This is an optimization exercise on Yosys and OpenROAD, whose aim is small area, a short achievable clock period and few clock cycles, not a production implementation. Where RTL was checked, it was by simulation tests only, not by an equivalence proof against the original.

// ce_update
module ce_update (
    input  wire         clk,
    input  wire         rst,
    input  wire         start,
    output reg          done,
    input  wire [1:0]   law,
    input  wire [1:0]   nbq,
    input  wire [15:0]  e,
    input  wire [255:0] s_in,
    input  wire [16:0]  umod,
    input  wire [15:0]  tco,
    input  wire [7:0]   tref,
    input  wire [7:0]   t,
    input  wire [7:0]   damp,
    input  wire         dith_en,
    input  wire         wd,
    input  wire         ho,
    input  wire [17:0]  ff,
    input  wire [17:0]  lr,
    input  wire [639:0] coef,
    input  wire [15:0]  kph,
    input  wire [15:0]  gout,
    input  wire [31:0]  rgout,
    input  wire [15:0]  kb,
    input  wire [16:0]  win,
    output wire [255:0] s_out,
    output reg  [31:0]  w,
    output reg  [16:0]  ul,
    output reg  [16:0]  ucmd,
    output reg  [7:0]   dh
);
==> flow/config.mk <==
export PLATFORM = sky130hd
export DESIGN_NAME = ce_update
export DESIGN_NICKNAME = ce_update
export VERILOG_FILES = /design/flow/design.v
export SDC_FILE = /design/flow/constraint.sdc
export NUM_CORES = 8
export LEC_CHECK = 0
export ABC_AREA = 1
export CAP_MARGIN = 35
export CORE_MARGIN = 2
export CORE_UTILIZATION = 30
export PLACE_DENSITY = 0.5
export SLEW_MARGIN = 20
export SYNTH_HIERARCHICAL = 1
==> flow/constraint.sdc <==
create_clock -name core_clock -period 18.0 [get_ports {clk}]
set_input_delay 3.6000 -clock core_clock [delete_from_list [all_inputs] [get_ports {clk}]]
set_output_delay 3.6000 -clock core_clock [all_outputs]
set_load 0.01 [all_outputs]
standard.sh (not shown) runs the stock make flow with config.mk's settings and CLKGATE_MAP_FILE= SYNTH_SCRIPT=/design/flow/synth_recipe.tcl, a recipe that flattens the netlist after the stock synthesis.
==> flow/flow/run.sh <==
#!/bin/bash
# The standard flow (standard.sh: unchanged synthesis, floorplan, placement,
# CTS, routing) with a larger setup-repair target (SETUP_SLACK_MARGIN), so that
# repair_timing keeps improving the paths that set the achieved period.
# Port buffers use the smallest buffer cell.  The SDC is not changed.
# If detailed routing leaves an antenna violation that its repair cannot fix,
# the layout is made again with the repair target nudged (which moves cells
# and so the routing), at most twice.
set -eo pipefail
export BUFFER_PORTS_ARGS="-buffer_cell sky130_fd_sc_hd__buf_1"
ANT=orfs/reports/sky130hd/ce_update/base/drt_antennas.log
try=0
for margin in 11 11.02 10.98; do
  try=$((try + 1))
  rm -rf orfs out/final.def
  SETUP_SLACK_MARGIN=$margin bash standard.sh > standard_try$try.log 2>&1
  if ! grep -q VIOLATED "$ANT"; then
    break
  fi
  cp "$ANT" antenna_violations_try$try.log
done
Testbench counts at the start, summed over its fixed seeds: cycles 29,269.
Edit:
--- a/flow/design.v
+++ b/flow/design.v
@@ -67,27 +67,16 @@
         for (gi = 0; gi < 20; gi = gi + 1) begin : g_cw
             assign cw[gi] = coef[32*gi +: 32];
         end
     endgenerate
     wire       law2   = (law_r == 2'd2);
     wire [2:0] core_n = (law_r == 2'd0) ? 3'd4 : 3'd6;
-    reg  [2:0]  psel, psel_r;
+    reg  [2:0]  psel;
     reg  [66:0] pre;
     wire [66:0] mac_s, mac_c;
     wire [66:0] mac = mac_s + mac_c;
-    always @(*) begin
-        case (psel_r)
-            P_ACC:   pre = acc;
-            P_RND:   pre = 67'd1 << 27;
-            P_R23:   pre = 67'd1 << 23;
-            P_R31:   pre = 67'd1 << 31;
-            P_BASE:  pre = {{20{v_r[31]}}, v_r, 15'd0};    
-            P_PS:    pre = {{7{sadd_r[31]}}, sadd_r, 28'h8000000};
-            default: pre = 67'd0;
-        endcase
-    end
     wire m_1 = (b_one[0] & opa[0]) ^ b_neg[0];
     wire m_2 = ((b_one[0] & opa[1]) | (b_two[0] & opa[0])) ^ b_neg[0];
     wire m_3 = ((b_one[0] & opa[2]) | (b_two[0] & opa[1])) ^ b_neg[0];
     wire m_4 = ((b_one[0] & opa[3]) | (b_two[0] & opa[2])) ^ b_neg[0];
     wire m_5 = ((b_one[0] & opa[4]) | (b_two[0] & opa[3])) ^ b_neg[0];
     wire m_6 = ((b_one[0] & opa[5]) | (b_two[0] & opa[4])) ^ b_neg[0];
@@ -1960,20 +1949,17 @@
             clow[fi] = (cw[fi][31:26] == 6'b111110);
         end
     wire [1:0]  fsec = (st == ST_IDLE) ? 2'd0 : (st == ST_BQ && k == 3'd4) ? sec + 2'd1 : sec;
     wire [4:0]  fbase = {fsec, 2'b00} + {3'd0, fsec};
     wire        f0 = cfit[fbase];
     wire        f1 = cfit[fbase + 5'd1] & cfit[fbase + 5'd3] & ~(clow[fbase + 5'd1] & clow[fbase + 5'd3]);
-    wire [2:0]  sidx = (st == ST_BQ || st == ST_BQS) ? {fsec, 1'b1} :
-                       (st == ST_IDLE) ? 3'd0 : k;
-    wire [31:0] s_sel = sw[(st == ST_BQ && k == 3'd4) ? {fsec, 1'b0} : sidx];
-    reg  [31:0] sadd_r;
-    always @(posedge clk)
-        if (st == ST_IDLE || (st == ST_BQ && (k == 3'd4 || (k == 3'd0 && f0)))
-                          || (st == ST_BQS && ph == 2'd1))
-            sadd_r <= s_sel;
+    wire [2:0]  sidx = (st == ST_CORE) ? k :
+                       (st == ST_IDLE) ? 3'd0 :
+                       ((st == ST_BQ && k == 3'd4) || (st == ST_BQS && ph == 2'd0)) ? {fsec, 1'b0} :
+                       {fsec, 1'b1};
+    wire [31:0] s_sel = sw[sidx];
     reg  signed [19:0] k_r;               
     reg  [16:0] lo_r, hi_r;
     wire signed [24:0] uu = $signed(acc[47:24]) + k_r;
     wire        below = uu < $signed({8'd0, lo_r});
     wire        above = uu > $signed({8'd0, hi_r});
     wire [16:0] lim = below ? lo_r : hi_r;
@@ -2136,15 +2122,27 @@
             B_DU:    b_n = {{8{du[24]}}, du};
             default: b_n = {17'd0, gout};
         endcase
     end
     wire [36:0] bx = (bsel == B_KB) ? {2'b00, kb, 2'b00, kb, 1'b0}
                                     : {{3{b_n[32]}}, b_n, 1'b0};
+    reg  [66:0] pre_k;                
+    always @(*) begin
+        case (psel)
+            P_RND:   pre_k = 67'd1 << 27;
+            P_R23:   pre_k = 67'd1 << 23;
+            P_R31:   pre_k = 67'd1 << 31;
+            P_BASE:  pre_k = {{20{v_r[31]}}, v_r, 15'd0};    
+            P_PS:    pre_k = {{7{s_sel[31]}}, s_sel, 28'h8000000};
+            default: pre_k = 67'd0;
+        endcase
+    end
+    wire [66:0] pre_n = (psel == P_ACC) ? mac : pre_k;
     integer j;
     always @(posedge clk) begin
-        psel_r <= psel;
+        pre <= pre_n;
         acc  <= mac;
         opa  <= opa_n;
         opa2 <= (asel == A_DW) ? {{2{mac[56]}}, mac[56:40], 14'd0} : opa_n;
         for (j = 0; j < 17; j = j + 1) begin
             b_one[j] <= bx[2*j+1] ^ bx[2*j];
             b_two[j] <= (bx[2*j+2] & ~bx[2*j+1] & ~bx[2*j]) | (~bx[2*j+2] & bx[2*j+1] & bx[2*j]);
What happened:
- final cell count went down by 0.30%
- worst setup slack is worse by 0.22 ns
- critical path depth went down by 9
- global-route usage went up by 1.5 points
- core utilization went up by 1.3 points
- first-iteration DRC count went down by 8.4%
- synthesized area stays flat
- cell area went up by 3.5%
The RTL of the second run of this note was laid out without a check of its function.

==> static timing again, ports no longer ideal <==
In the flow no input, the clock included, has a driving cell. The finished layouts below were timed again as built, in two steps.
Step 1, drivers: a clkbuf_16 drives clk and a buf_2 each remaining input, both assumed.
Step 2 times the ports against the registers' clock, not the clock port: input delays grow and output delays shrink by t, the midpoint of the rising clock arrivals with the driver on.
Slacks: ideal / step 1 / step 2; pairs: ideal / step 1.
run	shift t [ns]	setup slack, ns	worst register clock-pin slew, ns
the first run	0.859	11.023 / 10.916 / 10.409	0.07 / 0.07
the second run	0.853	10.801 / 10.700 / 10.468	0.07 / 0.07
After both steps every run listed still meets setup and hold. The setup slack of the first run, which loses most, moves by -0.107 ns with the drivers and by -0.614 ns with both steps.
